This design comes from an exercise in tuning for small area, a short achievable clock period and few clock cycles per item on the open sky130 flow, not from production work. In this exercise RTL edits were held to simulation tests only and were not proved equivalent to the original. Power is estimated from default activity; no workload was simulated.

==> garnet: inputs <==
Design kvx_bal, start of the top module:
module kvx_bal (
    input  wire         clk,
    input  wire         rst,
    input  wire         cfg_we,
    input  wire [1:0]   cfg_addr,
    input  wire [15:0]  cfg_data,
    input  wire         in_valid,
    output wire         in_ready,
    input  wire [31:0]  in_incl,
    input  wire [511:0] in_cur,
    output reg          out_valid,
    output reg          out_changed,
    output reg          out_bal_err,
    output wire [511:0] out_trims
);
export LEC_CHECK = 0
export ABC_CLOCK_PERIOD_IN_PS = 4300
export CAP_MARGIN = 20
export CORE_MARGIN = 2
export CORE_UTILIZATION = 55
export SLEW_MARGIN = 20
create_clock -name core_clock -period 14.0 [get_ports {clk}]
standard.sh (not shown) runs the stock make flow with config.mk's settings and CLKGATE_MAP_FILE= SYNTH_SCRIPT=/design/flow/synth_recipe.tcl, a recipe that flattens the netlist after the stock synthesis.
==> flow/flow/run.sh <==
#!/bin/bash
# Layout: the standard flow (standard.sh, all steps), except that every
# input and output port is buffered with sky130_fd_sc_hd__buf_1 instead of the
# cell buffer_ports picks by itself.  make's full output goes to standard.log;
# each ORFS step also keeps its own log under orfs/logs.
set -euo pipefail
export BUFFER_PORTS_ARGS="-buffer_cell sky130_fd_sc_hd__buf_1"
bash standard.sh > standard.log 2>&1
==> inputs of onyx, as changes to garnet <==
--- a/flow/design.v
+++ b/flow/design.v
@@ -110,60 +110,62 @@
     wire [69:0] l4a = csa(l3a[69:35], l3b[34:0], l3b[69:35]);
     assign s  = l4a[34:0];
     assign cy = l4a[69:35];
 endmodule
 module kvx_bal_q1 (
     input  wire [34:0] ms,
     input  wire [34:0] mc,
     output wire [18:0] w,
-    output wire [17:0] hq,
+    output wire [16:0] h,
     output wire        sh,
     output wire        sl
 );
     wire [34:0] u = ms + mc;
-    wire [16:0] h = u[26:10];
+    assign h  = u[26:10];
     assign sl = u[34];
     assign sh = ~u[34] & (|u[33:27]);
     assign w  = {h, 1'b0} + h + u[9:3];
-    assign hq = {1'b0, h} - 18'd67109;
 endmodule
 module kvx_bal_q2 (
     input  wire [18:0] w,
-    output wire [11:0] f
+    input  wire [16:0] h,
+    output wire [17:0] d
 );
-    function [47:0] csa;
-        input [23:0] a, b, c;
+    function [55:0] csa;
+        input [27:0] a, b, c;
         begin
-            csa[23:0]  = a ^ b ^ c;
-            csa[47:24] = {((a & b) | (a & c) | (b & c)), 1'b0};
+            csa[27:0]  = a ^ b ^ c;
+            csa[55:28] = {((a & b) | (a & c) | (b & c)), 1'b0};
         end
     endfunction
-    wire [39:0] w0 = {21'd0, w};
-    wire [39:0] r0 = w0 << 19, r1 = w0 << 14, r2 = ~(w0 << 12), r3 = w0 << 8,
+    localparam [27:0] KQ = 28'd7 - (28'd67109 << 10);
+    wire [43:0] w0 = {25'd0, w};
+    wire [43:0] r0 = w0 << 19, r1 = w0 << 14, r2 = ~(w0 << 12), r3 = w0 << 8,
                 r4 = w0 << 5,  r5 = w0 << 3,  r6 = ~w0;
-    wire [47:0] l1a = csa(r0[39:16], r1[39:16], r2[39:16]);
-    wire [47:0] l1b = csa(r3[39:16], r4[39:16], r5[39:16]);
-    wire [47:0] l2a = csa(l1a[23:0], l1a[47:24], l1b[23:0]);
-    wire [47:0] l2b = csa(l1b[47:24], r6[39:16], 24'd7);
-    wire [47:0] l3a = csa(l2a[23:0], l2a[47:24], l2b[23:0]);
-    wire [47:0] l4a = csa(l3a[23:0], l3a[47:24], l2b[47:24]);
-    wire [23:0] pr  = l4a[23:0] + l4a[47:24];
-    assign f = pr[21:10];
+    wire [27:0] rh = {11'd0, h} << 10;
+    wire [55:0] l1a = csa(r0[43:16], r1[43:16], r2[43:16]);
+    wire [55:0] l1b = csa(r3[43:16], r4[43:16], r5[43:16]);
+    wire [55:0] l1c = csa(r6[43:16], KQ, rh);
+    wire [55:0] l2a = csa(l1a[27:0], l1a[55:28], l1b[27:0]);
+    wire [55:0] l2b = csa(l1b[55:28], l1c[27:0], l1c[55:28]);
+    wire [55:0] l3a = csa(l2a[27:0], l2a[55:28], l2b[27:0]);
+    wire [55:0] l4a = csa(l3a[27:0], l3a[55:28], l2b[55:28]);
+    wire [27:0] pr  = l4a[27:0] + l4a[55:28];
+    assign d = pr[27:10];
 endmodule
 module kvx_bal_pa (
     input  wire [15:0] v,        
     input  wire        add,
-    input  wire [17:0] hq,
-    input  wire [11:0] f,
+    input  wire [17:0] d,
     input  wire        sh,
     input  wire        sl,
     output wire [18:0] s
 );
-    wire [18:0] sum = {{3{v[15]}}, v} + {hq[17], hq} + {7'd0, f};
+    wire [18:0] sum = {{3{v[15]}}, v} + {d[17], d};
     assign s = !add ? {{3{v[15]}}, v} :
                sh   ? 19'sd131072 :
                sl   ? -19'sd131072 : sum;
 endmodule
 module kvx_bal_pb (
     input  wire [18:0] s,
     input  wire        clamp,
     input  wire        sub,
@@ -275,57 +277,55 @@
     kvx_bal_div2 u_div (.a(acc), .n(n), .n3(n3), .y(acc_div));
     reg  [1:0]  tg;
     reg         fw;
     reg  signed [16:0] d1;
     reg         v1;
     reg  [34:0] ms, mc;
     reg         v2;
     reg  [18:0] w3r;
-    reg  [17:0] h3r;
+    reg  [16:0] h3r;
     reg         sh3, sl3, v3;
-    reg  [11:0] f4;
-    reg  [17:0] hq4;
+    reg  [17:0] d4;
     reg         sh4, sl4, v4;
     reg         v5;
     wire [34:0] mso, mco;
     kvx_bal_mul u_mul (.k(k_bal), .d(d1), .s(mso), .cy(mco));
     wire [18:0] q1w;
-    wire [17:0] q1h;
+    wire [16:0] q1h;
     wire        q1sh, q1sl;
-    kvx_bal_q1 u_q1 (.ms(ms), .mc(mc), .w(q1w), .hq(q1h), .sh(q1sh), .sl(q1sl));
-    wire [11:0] q2f;
-    kvx_bal_q2 u_q2 (.w(w3r), .f(q2f));
+    kvx_bal_q1 u_q1 (.ms(ms), .mc(mc), .w(q1w), .h(q1h), .sh(q1sh), .sl(q1sl));
+    wire [17:0] q2d;
+    kvx_bal_q2 u_q2 (.w(w3r), .h(h3r), .d(q2d));
     wire [16:0] gtm  = gr[17*tg +: 17];
     wire [15:0] gsel = {~gtm[16], gtm[15:1]};    
     always @(posedge clk) begin
         tg   <= ~ct[4:3];
         d1   <= $signed(iavg) - $signed(gsel);
         v1   <= fw & chg & ginc[tg];
         ms   <= mso;
         mc   <= mco;
         v2   <= v1;
         w3r  <= q1w;
         h3r  <= q1h;
         sh3  <= q1sh;
         sl3  <= q1sl;
         v3   <= v2;
-        f4   <= q2f;
-        hq4  <= h3r;
+        d4   <= q2d;
         sh4  <= sh3;
         sl4  <= sl3;
         v4   <= v3;
         v5   <= v4;
     end
     reg         cl;                         
     reg  [3:0]  do3;                        
     wire [15:0] mm = {~acc[15], acc[14:0]};
     wire [15:0] s30 = cl ? 16'd0 : ring[16*30 +: 16];
     wire [18:0] s31n;
-    kvx_bal_pa u_pa (.v(s30), .add(v4), .hq(hq4), .f(f4), .sh(sh4), .sl(sl4), .s(s31n));
+    kvx_bal_pa u_pa (.v(s30), .add(v4), .d(d4), .sh(sh4), .sl(sl4), .s(s31n));
     wire [15:0] pt [0:3];
     wire [3:0]  bad;
     kvx_bal_pb u_pb (.s({ext, ring[16*31 +: 16]}), .clamp(v5), .sub(do3[3]), .m(mm),
                      .tmax(tmax), .thr(thr), .t(pt[3]), .bad(bad[3]));
     genvar gj;
     generate
         for (gj = 0; gj < 3; gj = gj + 1) begin : g_pm
             kvx_bal_pm u_pm (.v(ring[16*(8*gj+7) +: 16]), .sub(do3[gj]), .m(mm),
@@ -365,17 +365,20 @@
             busy        <= 1'b0;
             rdy         <= 1'b1;
             e           <= 7'd0;
             out_valid   <= 1'b0;
             out_changed <= 1'b0;
             out_bal_err <= 1'b0;
             chg         <= 1'b0;
         end else begin
-            c <= c1;
+            if (cw_we && cw_addr == 2'd3)
+                c <= 5'd2;
+            else
+                c <= c1;
             if (cl)
                 clr[~c - 5'd1] <= 1'b0;
             if (cw_we) begin
                 case (cw_addr)
                     2'd0: k_bal <= cw_data;
                     2'd1: begin
                         tmax <= cw_data[13:0];
                         thr  <= (cw_data[13:0] == 14'd0) ? 15'd0 : {cw_data[13:0], 1'b0} - 15'd1;
==> flow/flow/run.sh (replaced) <==
#!/bin/bash
# Layout: the standard flow (standard.sh, all steps), except that
#  - every input and output port is buffered with sky130_fd_sc_hd__buf_1
#    instead of the cell buffer_ports picks by itself;
set -euo pipefail
export BUFFER_PORTS_ARGS="-buffer_cell sky130_fd_sc_hd__buf_1"
export SETUP_SLACK_MARGIN=9.8
bash standard.sh > standard.log 2>&1
==> inputs of juniper, as changes to garnet <==
--- a/flow/design.v
+++ b/flow/design.v
@@ -1,23 +1,35 @@
 module kvx_bal_fetch (
     input  wire [511:0] cur,
     input  wire [31:0]  incl,
     input  wire [2:0]   sel,
     output wire [67:0]  gct,
     output wire [3:0]   ginc
 );
+    reg [7:0] oh;
+    integer j;
+    always @(*)
+        for (j = 0; j < 8; j = j + 1)
+            oh[j] = (sel == j);
     genvar g;
     generate
         for (g = 0; g < 4; g = g + 1) begin : g_grp
-            wire [127:0] cg = cur[128*g +: 128];
-            wire [7:0]   ig = incl[8*g +: 8];
-            wire [15:0]  v  = cg[16*sel +: 16];
-            wire         on = ig[sel];
-            assign gct[17*g +: 17] = on ? {~v[15], v[14:0], 1'b1} : 17'd0;
+            reg [15:0] v;
+            reg        on;
+            integer    i;
+            always @(*) begin
+                v  = 16'd0;
+                on = 1'b0;
+                for (i = 0; i < 8; i = i + 1) begin
+                    v  = v  | (cur[128*g + 16*i +: 16] & {16{oh[i] & incl[8*g+i]}});
+                    on = on | (incl[8*g+i] & oh[i]);
+                end
+            end
+            assign gct[17*g +: 17] = {on & ~v[15], v[14:0], on};
             assign ginc[g]         = on;
         end
     endgenerate
 endmodule
 module kvx_bal_p1 (
     input  wire [21:0] acc,
     input  wire [67:0] gct,
     input  wire [3:0]  ginc,
@@ -135,23 +147,22 @@
         begin
             csa[23:0]  = a ^ b ^ c;
             csa[47:24] = {((a & b) | (a & c) | (b & c)), 1'b0};
         end
     endfunction
     wire [39:0] w0 = {21'd0, w};
     wire [39:0] r0 = w0 << 19, r1 = w0 << 14, r2 = ~(w0 << 12), r3 = w0 << 8,
                 r4 = w0 << 5,  r5 = w0 << 3,  r6 = ~w0;
-    wire [47:0] l1a = csa(r0[39:16], r1[39:16], r2[39:16]);
+    wire [47:0] l1a = csa(r0[39:16] | 24'd7, r1[39:16], r2[39:16]);
     wire [47:0] l1b = csa(r3[39:16], r4[39:16], r5[39:16]);
     wire [47:0] l2a = csa(l1a[23:0], l1a[47:24], l1b[23:0]);
-    wire [47:0] l2b = csa(l1b[47:24], r6[39:16], 24'd7);
-    wire [47:0] l3a = csa(l2a[23:0], l2a[47:24], l2b[23:0]);
-    wire [47:0] l4a = csa(l3a[23:0], l3a[47:24], l2b[47:24]);
-    wire [23:0] pr  = l4a[23:0] + l4a[47:24];
+    wire [47:0] l2b = csa(l1b[47:24], r6[39:16], l2a[47:24]);
+    wire [47:0] l3a = csa(l2a[23:0], l2b[23:0], l2b[47:24]);
+    wire [23:0] pr  = l3a[23:0] + l3a[47:24];
     assign f = pr[21:10];
 endmodule
 module kvx_bal_pa (
     input  wire [15:0] v,        
     input  wire        add,
     input  wire [17:0] hq,
     input  wire [11:0] f,
     input  wire        sh,
@@ -164,39 +175,39 @@
                sl   ? -19'sd131072 : sum;
 endmodule
 module kvx_bal_pb (
     input  wire [18:0] s,
     input  wire        clamp,
     input  wire        sub,
     input  wire [15:0] m,
     input  wire [13:0] tmax,
-    input  wire [14:0] thr,
-    output wire [15:0] t,
-    output wire        bad
+    output wire [15:0] t
 );
     wire signed [18:0] ss = s;
     wire signed [14:0] tp = {1'b0, tmax};
     wire signed [15:0] cl = (ss > tp) ? tp : (ss < -tp) ? -tp : ss[15:0];
     wire signed [15:0] sm = s[15:0] - m;
     wire signed [15:0] bv = sub ? sm : s[15:0];
     assign t   = clamp ? cl : bv;
-    assign bad = {bv[14:0] ^ {15{bv[15]}}, bv[15]} >= {1'b0, thr};
 endmodule
 module kvx_bal_pm (
     input  wire [15:0] v,
     input  wire        sub,
     input  wire [15:0] m,
+    output wire [15:0] t
+);
+    assign t = v - (m & {16{sub}});
+endmodule
+module kvx_bal_chk (
+    input  wire [15:0] v,
     input  wire [14:0] thr,
-    output wire [15:0] t,
     output wire        bad
 );
-    wire [15:0] sm = sub ? v - m : v;
-    assign t   = sm;
-    assign bad = {sm[14:0] ^ {15{sm[15]}}, sm[15]} >= {1'b0, thr};
+    assign bad = {v[14:0] ^ {15{v[15]}}, v[15]} >= {1'b0, thr};
 endmodule
 module kvx_bal (
     input  wire         clk,
     input  wire         rst,
     input  wire         cfg_we,
     input  wire [1:0]   cfg_addr,
     input  wire [15:0]  cfg_data,
     input  wire         in_valid,
@@ -222,24 +233,19 @@
     reg [4:0]   c;
     reg [31:0]  clr;
     reg         busy;
     reg [6:0]   e;
     assign out_trims = ring;
     reg         rdy;                          
     assign in_ready  = rdy;
     wire start = in_valid & ~busy;
-    reg         cw_we;
-    reg  [1:0]  cw_addr;
-    reg  [15:0] cw_data;
-    always @(posedge clk) begin
-        cw_we   <= cfg_we & ~rst;
-        cw_addr <= cfg_addr;
-        cw_data <= cfg_data;
-    end
+    wire        cw_we   = cfg_we;
+    wire [1:0]  cw_addr = cfg_addr;
+    wire [15:0] cw_data = cfg_data;
     reg  [2:0]  sel;
     reg  [67:0] gr;
     reg  [3:0]  ginc;
     wire [67:0] gct_w;
     wire [3:0]  ginc_w;
     kvx_bal_fetch u_fetch (.cur(in_cur), .incl(in_incl), .sel(sel),
                            .gct(gct_w), .ginc(ginc_w));
     wire [4:0]  c1   = c + 5'd1;
@@ -317,24 +323,23 @@
     end
     reg         cl;                         
     reg  [3:0]  do3;                        
     wire [15:0] mm = {~acc[15], acc[14:0]};
     wire [15:0] s30 = cl ? 16'd0 : ring[16*30 +: 16];
     wire [18:0] s31n;
     kvx_bal_pa u_pa (.v(s30), .add(v4), .hq(hq4), .f(f4), .sh(sh4), .sl(sl4), .s(s31n));
     wire [15:0] pt [0:3];
-    wire [3:0]  bad;
     kvx_bal_pb u_pb (.s({ext, ring[16*31 +: 16]}), .clamp(v5), .sub(do3[3]), .m(mm),
-                     .tmax(tmax), .thr(thr), .t(pt[3]), .bad(bad[3]));
+                     .tmax(tmax), .t(pt[3]));
     genvar gj;
     generate
         for (gj = 0; gj < 3; gj = gj + 1) begin : g_pm
             kvx_bal_pm u_pm (.v(ring[16*(8*gj+7) +: 16]), .sub(do3[gj]), .m(mm),
-                             .thr(thr), .t(pt[gj]), .bad(bad[gj]));
+                             .t(pt[gj]));
         end
     endgenerate
     reg vt;
     integer s;
     always @(posedge clk) begin
         for (s = 1; s < 31; s = s + 1)
             if (s % 8 != 0)
                 ring[16*s +: 16] <= ring[16*(s-1) +: 16];
@@ -365,17 +370,20 @@
             busy        <= 1'b0;
             rdy         <= 1'b1;
             e           <= 7'd0;
             out_valid   <= 1'b0;
             out_changed <= 1'b0;
             out_bal_err <= 1'b0;
             chg         <= 1'b0;
         end else begin
-            c <= c1;
+            if (cw_we && cw_addr == 2'd3)
+                c <= 5'd1;
+            else
+                c <= c1;
             if (cl)
                 clr[~c - 5'd1] <= 1'b0;
             if (cw_we) begin
                 case (cw_addr)
                     2'd0: k_bal <= cw_data;
                     2'd1: begin
                         tmax <= cw_data[13:0];
                         thr  <= (cw_data[13:0] == 14'd0) ? 15'd0 : {cw_data[13:0], 1'b0} - 15'd1;
@@ -396,20 +404,39 @@
                 end
                 if (e != 7'h7F)
                     e <= e1;
             end
             if (busy && e == 7'd8) begin
                 chg         <= (n >= 6'd2);
                 out_changed <= (n >= 6'd2);
             end
-            if (busy && e == P3S - 1)
-                out_bal_err <= 1'b0;
-            else if (busy && e >= P3S && e < P3S + 8 && |bad)
-                out_bal_err <= 1'b1;
+            if (busy && e == P3S)
+                out_bal_err <= errn | (chg & (~ea[17] | eb[17]));
+        end
+    end
+    reg         errn;
+    reg  [15:0] tmx, tmn;
+    wire        bad0;
+    kvx_bal_chk u_chk (.v(ring[15:0]), .thr(thr), .bad(bad0));
+    wire signed [17:0] ea = $signed(tmx) - $signed(mm) - $signed({4'd0, tmax});
+    wire signed [17:0] eb = $signed(tmn) - $signed(mm) + $signed({4'd0, tmax}) - 18'sd1;
+    always @(posedge clk) begin
+        if (busy && e == P2S) begin
+            errn <= 1'b0;
+            tmx  <= 16'h8000;
+            tmn  <= 16'h7FFF;
+        end else if (busy && e > P2S && e <= P2S + 32) begin
+            if (vt) begin
+                if ($signed(ring[15:0]) > $signed(tmx))
+                    tmx <= ring[15:0];
+                if ($signed(ring[15:0]) < $signed(tmn))
+                    tmn <= ring[15:0];
+            end else if (bad0)
+                errn <= 1'b1;
         end
     end
     always @(posedge clk) begin
         if (!busy) begin
             acc <= 22'd0;
             n   <= 6'd0;
             n3  <= 7'd0;
         end else if (e < 7'd8) begin
==> flow/flow/run.sh (replaced) <==
#!/bin/bash
# Layout: the standard flow (standard.sh, all steps), except that
#  - every input and output port is buffered with sky130_fd_sc_hd__buf_1
#    instead of the cell buffer_ports picks by itself;
set -euo pipefail
export BUFFER_PORTS_ARGS="-buffer_cell sky130_fd_sc_hd__buf_1"
export SETUP_SLACK_MARGIN=10.1
bash standard.sh > standard.log 2>&1
==> notes.md <==
The via count of the first global-routing pass came to between 40000 and 50000. Setup repair after global routing left no endpoint under its margin. The total net switching power came out at 0.00683 W.

The delay of the slowest critical-path stage came out at around 0.65 ns. The area used by multi-input combinational logic is ~32000 sq um. The transition time at the pin with the least slew margin came out at around 1.1 ns.

The flow ran to the end and the layout has no timing, DRC or antenna violations.
(the above is from garnet)
==> notes.md <==
Setup repair after global routing could not meet its margin everywhere. The delay of the slowest critical-path stage came out at ~0.54 ns. The relative area of clock buffers and inverters in the final design is under 10%.

The via count of the first global-routing pass is between 40000 and 50000. For this design the total switching power over the nets is 0.00798 W. The transition time at the pin with the least slew margin came out at 1.07 ns.

The area used by multi-input combinational logic came out at 32800 sq um. The run finished with no timing, DRC or antenna violations.
(the above is from onyx)
==> notes.md <==
The run stopped with a tool error. The flow stopped in 5_1_grt. The tool reported: "[ERROR GRT-0232] Routing congestion too high. Check the congestion heatmap in the GUI". The last weighted congestion value of the routability-driven placer came out at 1.11. The met3 global-route usage came out at 70.7%. The fraction of post-synthesis cell area in the top cell type by area came out at a little over a third. The number of flops mapped to enable cells by yosys is 16.

After Yosys synthesis, full adders, half adders and majority gates account for a little under a quarter of the synthesized area. For this design, the CTS-stage hold fixing added 0 buffers. The post-synth net total is ~6800. The starting density of the core is 55.3%. The post-synthesis sequential area ratio is between 30% and 40%.
(the above is from juniper)
Testbench counts of garnet, summed over its fixed seeds: cycles 82,944, items 1,280.
Testbench counts of onyx, summed over its fixed seeds: cycles 82,016, items 1,280.
Testbench counts of juniper, summed over its fixed seeds: cycles 82,016, items 1,280.

## what the ideal ports hide
The results above use ideal ports. As a check the final layouts listed here were re-extracted and re-timed, cells and wires unchanged.
Step 1, drivers: a clkbuf_16 drives clk and a buf_2 each remaining input, both assumed.
Step 2 adds t to the input delays and takes it off the output delays; t is the mean of the earliest and latest rising clock arrival at the registers after step 1. Input paths then give back, and output paths get back, about the clock's delay inside the block.
Three values: no drivers, after step 1, after step 2; two values: the first two.
run | t (ns) | slack for setup (ns) | clock arrival spread, ns
garnet | 0.757 | 8.153 / 8.153 / 8.153 | 0.074 / 0.074
onyx | 0.756 | 9.283 / 9.283 / 9.219 | 0.043 / 0.042
After both steps every run listed still meets setup and hold. For onyx, which loses most, drivers alone change the setup slack by 0.000 ns; drivers and shift together by -0.064 ns.
